Background: an optimization exercise with open tools, aiming at small area, a short achievable clock period and few clock cycles per item. Do not read the settings as production practice. The RTL was checked by simulation tests, not by an equivalence proof against the original design. Power and IR drop assume default switching activity.

==> 04-15: inputs <==
==> flow/design.v (excerpt) <==
module flow_steer (
    input  wire         clk,
    input  wire         rst,
    input  wire         in_valid,
    output reg          in_ready,
    input  wire [31:0]  in_seed,
    input  wire [4:0]   in_hash_sel,     
    input  wire         in_mode,         
    input  wire [7:0]   in_aff_mask,
    input  wire [7:0]   in_online_mask,
    input  wire         in_tunnel,
    input  wire [23:0]  in_vni,
    input  wire         o_has_mac,
    input  wire [95:0]  o_mac,
    input  wire         o_has_ip,
    input  wire         o_v6,
    input  wire [127:0] o_src,
    input  wire [127:0] o_dst,
    input  wire [7:0]   o_proto,
    input  wire         o_has_ports,
    input  wire [31:0]  o_ports,
    input  wire         o_frag,
    input  wire         i_has_mac,
    input  wire [95:0]  i_mac,
    input  wire         i_has_ip,
    input  wire         i_v6,
    input  wire [127:0] i_src,
    input  wire [127:0] i_dst,
    input  wire [7:0]   i_proto,
    input  wire         i_has_ports,
    input  wire [31:0]  i_ports,
    input  wire         i_frag,
    output reg          out_valid,
    input  wire         out_ready,
    output reg  [31:0]  out_hash,
    output reg  [2:0]   out_region,
    output reg          out_drop
);
Settings: LEC_CHECK=0, CAP_MARGIN=20, CORE_AREA=5 5 315 315, DIE_AREA=0 0 320 320, PLACE_DENSITY=0.45, SLEW_MARGIN=20; clock period 10.0 ns.
run.sh (not shown) runs the stock make flow with config.mk's settings and CLKGATE_MAP_FILE= SYNTH_SCRIPT=/design/flow/synth_recipe.tcl, a recipe that flattens the netlist after the stock synthesis.
==> 10-09 (differences from 04-15) <==
--- a/flow/design.v
+++ b/flow/design.v
@@ -51,31 +51,32 @@
     wire        c_ismac   = ~c_has_ip & c_has_mac;
     wire        c_first   = c_addr | c_ismac;    
     wire        c_two     = (c_a4 & c_tail) | c_ismac;           
     wire        c_fetch0  = c_a6 | c_two;        
     wire [7:0]  c_cand0   = in_aff_mask & in_online_mask;
     wire [7:0]  c_cand    = in_mode ? (c_cand0 & (~c_cand0 + 8'd1)) : c_cand0;
     reg         r_inner, r_a6, r_a4, r_ismac, r_first, r_p, r_q, r_v;
+    reg         r_a6t, r_two, r_one;
     reg  [7:0]  r_cand;
-    reg  [31:0] wseed;
     always @(posedge clk) begin
         r_inner <= c_inner;
         r_a6    <= c_a6;
         r_a4    <= c_a4;
         r_ismac <= c_ismac;
         r_first <= c_first;
         r_p     <= c_p;
         r_q     <= c_q;
         r_v     <= c_v;
         r_cand  <= c_cand;
-        wseed   <= in_seed;
+        r_a6t   <= c_a6 & c_tail;
+        r_two   <= c_two;
+        r_one   <= ~c_a6 & ~c_two;
     end
     reg         known;           
     reg  [4:0]  ph;              
-    reg  [5:0]  rem;             
     wire        k_first = ~known | (ph[0] & r_first);
     wire        k_slo   = known & r_a6 & ph[1];
     wire        k_dhi   = known & r_a6 & ph[2];
     wire        k_dlo   = known & r_a6 & ph[3];
     wire        k_mlo   = known & r_ismac & ph[1];
     wire        k_tail  = known & ((r_a6 & ph[4]) | (r_a4 & ph[1]) | (~r_first & ph[0]));
     function [63:0] bswap64;         
@@ -155,25 +156,24 @@
     reg  [31:0] rhash;
     reg  [5:0]  rp7;
     reg  [7:0]  rp15;
     reg  [7:0]  rcand;
     wire        take   = out_valid & out_ready;
     wire        r_move = rv & (~out_valid | out_ready);
     wire        c_move = cdone & (~rv | ~out_valid | out_ready);
-    wire [31:0] cin = wfirst ? wseed : c;
     reg  [63:0] inj;
     reg  [31:0] ovh;
     integer     oi;
     always @(*) begin
         inj = 64'd0;
         for (oi = 0; oi <= 8; oi = oi + 1)
-            if (woff[oi]) inj = inj | ({32'd0, cin} << (8 * oi));
-        ovh = ({32{woff[8]}} & cin)
-            | ({32{woff[7]}} & {8'd0, cin[31:8]})
-            | ({32{woff[5]}} & {24'd0, cin[31:24]});
+            inj = inj | ({64{woff[oi]}} & ({32'd0, c} << (8 * oi)));
+        ovh = ({32{woff[8]}} & c)
+            | ({32{woff[7]}} & {8'd0, c[31:8]})
+            | ({32{woff[5]}} & {24'd0, c[31:24]});
     end
     wire [63:0] bx = win ^ inj;
     wire [31:0] b_out;
     wire bt64 = bx[18] ^ bx[38];
     wire bt65 = bx[32] ^ bx[55];
     wire bt66 = bx[0] ^ bx[11];
     wire bt67 = bx[33] ^ bx[52];
@@ -822,15 +822,20 @@
             5'd27: begin o5 = 5'b00100; o3 = 3'b001; end
             5'd28: begin o5 = 5'b01000; o3 = 3'b010; end
             5'd29: begin o5 = 5'b10000; o3 = 3'b100; end
             5'd30: begin o5 = 5'b00001; o3 = 3'b001; end
             default: begin o5 = 5'b00001; o3 = 3'b001; end
         endcase
     end
-    reg  [8:0]  rn;
+    wire [1:0]  rq0 = {1'b0, rcand[0]} + {1'b0, rcand[1]};
+    wire [1:0]  rq1 = {1'b0, rcand[2]} + {1'b0, rcand[3]};
+    wire [1:0]  rq2 = {1'b0, rcand[4]} + {1'b0, rcand[5]};
+    wire [1:0]  rq3 = {1'b0, rcand[6]} + {1'b0, rcand[7]};
+    wire [3:0]  rcn = ({2'b00, rq0} + {2'b00, rq1}) + ({2'b00, rq2} + {2'b00, rq3});
+    wire [8:0]  rn = 9'd1 << rcn;
     wire [7:0]  kh;
     wire        h0 = rhash[0];
     wire [7:0]  k2 = {6'd0, h0, ~h0};
     wire [7:0]  k4 = 8'd1 << rhash[1:0];
     wire [7:0]  k8 = 8'd1 << rhash[2:0];
     wire [7:0]  k6 = {2'b00,
                       o3[2] &  h0,       
@@ -843,104 +848,88 @@
               | ({8{rn[2]}} & k2)
               | ({8{rn[3]}} & {5'd0, o3})
               | ({8{rn[4]}} & k4)
               | ({8{rn[5]}} & {3'd0, o5})
               | ({8{rn[6]}} & k6)
               | ({8{rn[7]}} & {1'b0, o7})
               | ({8{rn[8]}} & k8);
-    reg  [2:0]  pick;
-    reg  [2:0]  cnt;
-    reg  [7:0]  match;
+    wire [2:0]  pc1 = {2'd0, rcand[0]};
+    wire [2:0]  pc2 = {1'b0, rcand[0] & rcand[1], rcand[0] ^ rcand[1]};
+    wire [2:0]  pc3 = {2'd0, rcand[0]} + {2'd0, rcand[1]} + {2'd0, rcand[2]};
+    wire [2:0]  pc4 = pc2 + {1'b0, rcand[2] & rcand[3], rcand[2] ^ rcand[3]};
+    wire [2:0]  pc5 = pc4 + {2'd0, rcand[4]};
+    wire [2:0]  pc6 = pc4 + {1'b0, rcand[4] & rcand[5], rcand[4] ^ rcand[5]};
+    wire [2:0]  pc7 = pc4 + {2'd0, rcand[4]} + {2'd0, rcand[5]} + {2'd0, rcand[6]};
+    wire [7:0]  match = rcand & {kh[pc7], kh[pc6], kh[pc5], kh[pc4],
+                                 kh[pc3], kh[pc2], kh[pc1], kh[0]};
+    wire [2:0]  pick = {match[4] | match[5] | match[6] | match[7],
+                        match[2] | match[3] | match[6] | match[7],
+                        match[1] | match[3] | match[5] | match[7]};
     integer     j;
-    always @(*) begin
-        cnt   = 3'd0;
-        match = 8'd0;
-        for (j = 0; j < 8; j = j + 1) begin
-            match[j] = rcand[j] & kh[cnt];
-            cnt = cnt + {2'd0, rcand[j]};
-        end
-        pick = {match[4] | match[5] | match[6] | match[7],
-                match[2] | match[3] | match[6] | match[7],
-                match[1] | match[3] | match[5] | match[7]};
-    end
-    reg  [3:0]  bn;
-    reg  [8:0]  bn_oh;
-    always @(*) begin
-        bn = 4'd0;
-        for (j = 0; j < 8; j = j + 1) bn = bn + {3'd0, bcand[j]};
-        bn_oh = 9'd1 << bn;
-    end
     function [2:0] wc_next;      
         input wv_, wlast_, cdone_, rv_, ov_;
         reg   rm, cm;
         begin
             rm = rv_ & ~ov_;
             cm = cdone_ & (~rv_ | rm);
             wc_next = {wv_ ? wlast_ : (cdone_ & ~cm), cm | (rv_ & ~rm), rm | ov_};
         end
     endfunction
     wire [2:0]  nx   = wc_next(wv, wlast, cdone, rv, out_valid);
     wire        safe = ~nx[2] | ~nx[1] | ~nx[0];
-    wire        fetch    = in_valid & safe &
-                           (known ? (~rem[0] & (~rem[1] | in_ready)) : c_fetch0);
-    wire        is_last  = known & rem[1];
+    wire        rem1 = (r_a6 & r_a6t & ph[4]) | (r_a6 & ~r_a6t & ph[3]) |
+                       (r_two & ph[1]) | (r_one & ph[0]);
+    wire        rem2 = (r_a6 & r_a6t & ph[3]) | (r_a6 & ~r_a6t & ph[2]) |
+                       (r_two & ph[0]);
+    wire        fetch    = in_valid & safe & (known ? (~rem1 | in_ready) : c_fetch0);
+    wire        is_last  = known & rem1;
+    wire        ld_seed  = fetch & known & ph[0] & ~r_first;
     wire        acc      = in_valid & in_ready;
-    reg  [5:0]  rem_n;
-    always @(*) begin
-        if (known)
-            rem_n = fetch ? {1'b0, rem[5:1]} : rem;
-        else if (c_a6)
-            rem_n = c_tail ? (fetch ? 6'b010000 : 6'b100000)
-                           : (fetch ? 6'b001000 : 6'b010000);
-        else if (c_two)
-            rem_n = fetch ? 6'b000010 : 6'b000100;
-        else
-            rem_n = 6'b000010;
-    end
+    wire        rem1_n   = known ? ((rem1 & ~fetch) | (rem2 & fetch))
+                                 : (~c_a6 & ~c_two) | (c_two & fetch);
     wire [4:0]  ph_n = known ? (fetch ? {ph[3:0], 1'b0} : ph)
                              : (fetch ? 5'b00010 : 5'b00001);
     wire [2:0]  nx2  = wc_next(fetch, is_last, nx[2], nx[1], nx[0]);
     wire        safe2 = ~nx2[2] | ~nx2[1] | ~nx2[0];
     always @(posedge clk) begin
-        win    <= f_data;
-        woff   <= f_off;
+        win    <= f_data ^ {32'd0, {32{k_first}} & in_seed};
+        woff   <= k_first ? 9'd0 : f_off;
         wfirst <= ~known | ph[0];
         wlast  <= is_last;
         if (wv) begin
             c <= b_out;
             if (wfirst) bcand <= r_cand;
+        end else if (ld_seed) begin
+            c <= in_seed;
         end
         if (c_move) begin
             rhash <= hh;
             rp7   <= {x7, y7};
             rp15  <= {x15, y15};
             rcand <= bcand;
-            rn    <= bn_oh;
         end
         if (r_move) begin
             out_hash   <= rhash;
             out_region <= pick;
             out_drop   <= (rcand == 8'd0);
         end
     end
     always @(posedge clk) begin
         if (rst) begin
             known     <= 1'b0;
             ph        <= 5'b00001;
-            rem       <= 6'b000001;
             in_ready  <= 1'b0;
             wv        <= 1'b0;
             cdone     <= 1'b0;
             rv        <= 1'b0;
             out_valid <= 1'b0;
         end else begin
             known     <= in_valid & ~acc;
             ph        <= (in_valid & ~acc) ? ph_n : 5'b00001;
-            rem       <= rem_n;
-            in_ready  <= in_valid & ~acc & rem_n[1] & safe2;
+            in_ready  <= in_valid & ~acc & rem1_n & safe & safe2;
             wv        <= fetch;
             cdone     <= wv ? wlast : (cdone & ~c_move);
             rv        <= c_move | (rv & ~r_move);
             out_valid <= r_move | (out_valid & ~take);
         end
     end
 endmodule
==> flow/flow/run.sh (new file) <==
#!/bin/bash
# The standard layout (the standard.sh: ORFS synthesis to finish) with two
# changes to how the layout is optimised: the port buffers that global
# placement inserts are the smallest buffer cell (every port still gets its
# own buffer), and the resizer's timing repair aims for 6.2 ns of setup slack
# against the design's unchanged 10 ns clock. make's full output goes to
# flow.log in this folder.
set -euo pipefail
export BUFFER_PORTS_ARGS="-buffer_cell sky130_fd_sc_hd__buf_1"
export SETUP_SLACK_MARGIN=6.2
bash standard.sh > flow.log 2>&1
==> flow/standard.sh (new file) <==
#!/bin/bash
# synth_recipe.tcl (not shown) runs the flow's synth.tcl, then flattens the netlist and writes it again
# the make line also repeats each setting of config.mk as NAME=value (left out here)
make -C /OpenROAD-flow-scripts/flow DESIGN_CONFIG=/design/flow/config.mk WORK_HOME=/design/flow/orfs CLKGATE_MAP_FILE= SYNTH_SCRIPT=/design/flow/synth_recipe.tcl "${@:-finish}"
removed: flow/run.sh
==> 01-18 (differences from 04-15) <==
==> flow/flow/run.sh (new file) <==
#!/bin/bash
# The standard layout (the standard.sh: ORFS synthesis to finish), with the
# port buffers that global placement inserts made of the smallest buffer cell
# instead of the cell the resizer picks by default. Every port still gets its
# own buffer. make's full output goes to flow.log in this folder.
set -euo pipefail
export BUFFER_PORTS_ARGS="-buffer_cell sky130_fd_sc_hd__buf_1"
bash standard.sh > flow.log 2>&1
==> flow/standard.sh (new file) <==
#!/bin/bash
# synth_recipe.tcl (not shown) runs the flow's synth.tcl, then flattens the netlist and writes it again
# the make line also repeats each setting of config.mk as NAME=value (left out here)
make -C /OpenROAD-flow-scripts/flow DESIGN_CONFIG=/design/flow/config.mk WORK_HOME=/design/flow/orfs CLKGATE_MAP_FILE= SYNTH_SCRIPT=/design/flow/synth_recipe.tcl "${@:-finish}"
removed: flow/run.sh
==> comparison table <==
quantity                                                               04-15        01-18          10-09
Multi-input combinational area share                                   42.5%        50.8%          53.5%
Reg-to-Reg End                                                         c[22]         c[5]  out_region[0]
Number of enable-type register cells in the synthesized netlist          138          138            129
Post-route clock period utilization                                    53.2%        48.3%          47.9%
Routed length on met2                                               88100 um     81200 um       89400 um
Total wire length after detailed routing                           217000 um    207000 um      228000 um
Fraction of power consumed by sequential logic                         19.8%        21.1%          16.8%
Max IR drop VDD                                                       717 uV       370 uV         116 uV
Number of cells on the critical path                                      10           10             17
Worst R2R Path Depth                                                      10           10             17
Hold wc startpoint                                                 r_cand[0]    r_cand[2]      r_cand[1]
Buf+Inv Stages, Crit Path                                                  1            1              3
Worst-case clock skew                                              0.0243 ns    0.0286 ns      0.0219 ns
Result of the run                                   timing/DRC/antenna clean  timing/DRC/antenna clean  timing/DRC/antenna clean
Slack of the worst reg-to-reg path                                   4.68 ns      5.17 ns        5.21 ns
Sequential fraction of total cell area                                 19.6%        23.5%          19.7%
Final non-filler cell total                                             4654         4707           4722
Combinational cell power                                             7.00 mW      6.35 mW        5.12 mW
Post-DP Area                                                     33700 sq um  27800 sq um    27400 sq um
Worst path required time                                            10.29 ns     10.30 ns       10.33 ns
Number of global-route vias before repair                              26300        25400          25900
DP Worst Slack                                                       4.66 ns      5.15 ns        4.70 ns
Worst endpoint data arrival time                                     5.61 ns      5.14 ns        5.12 ns
Mapped Nets                                                             3351         3351           3332
CTS H-tree depth                                                           2            2              1
Power in the clock group                                             1.46 mW      1.36 mW        1.09 mW
Reg2reg start                                                         wfirst       wfirst       rcand[3]
Testbench counts of 04-15, summed over its fixed seeds: cycles 8,214, items 3,200.
Testbench counts of 10-09, summed over its fixed seeds: cycles 8,214, items 3,200.
Testbench counts of 01-18, summed over its fixed seeds: cycles 8,214, items 3,200.

-- afterwards: timing with drivers on the ports --
The results above use ideal ports. As a check the final layouts listed here were re-extracted and re-timed, cells and wires unchanged. Step 1, drivers: a clkbuf_16 drives clk and a buf_2 each remaining input, both assumed. Step 2 moves the port delays by t, midway between the first and last clock arrival at a register: inputs arrive t later, outputs are due t later. That takes back most of the time a late clock gives input paths. a / b / c = ideal / step 1 / step 2; a / b = the first two.
run | shift t [ns] | slack for setup (ns) | worst setup path after step 2 | clock arrival spread, ns | worst register clock-pin slew, ns
04-15 | 0.631 | 4.683 / 4.683 / 4.534 | input to register | 0.026 / 0.026 | 0.07 / 0.07
10-09 | 0.662 | 5.212 / 5.212 / 5.212 | register to register | 0.022 / 0.022 | 0.07 / 0.07
01-18 | 0.628 | 5.168 / 5.168 / 5.038 | input to register | 0.029 / 0.030 | 0.07 / 0.07
After both steps setup and hold are still met in every run listed. The setup slack of 04-15, which loses most, moves by 0.000 ns with the drivers and by -0.149 ns with both steps.
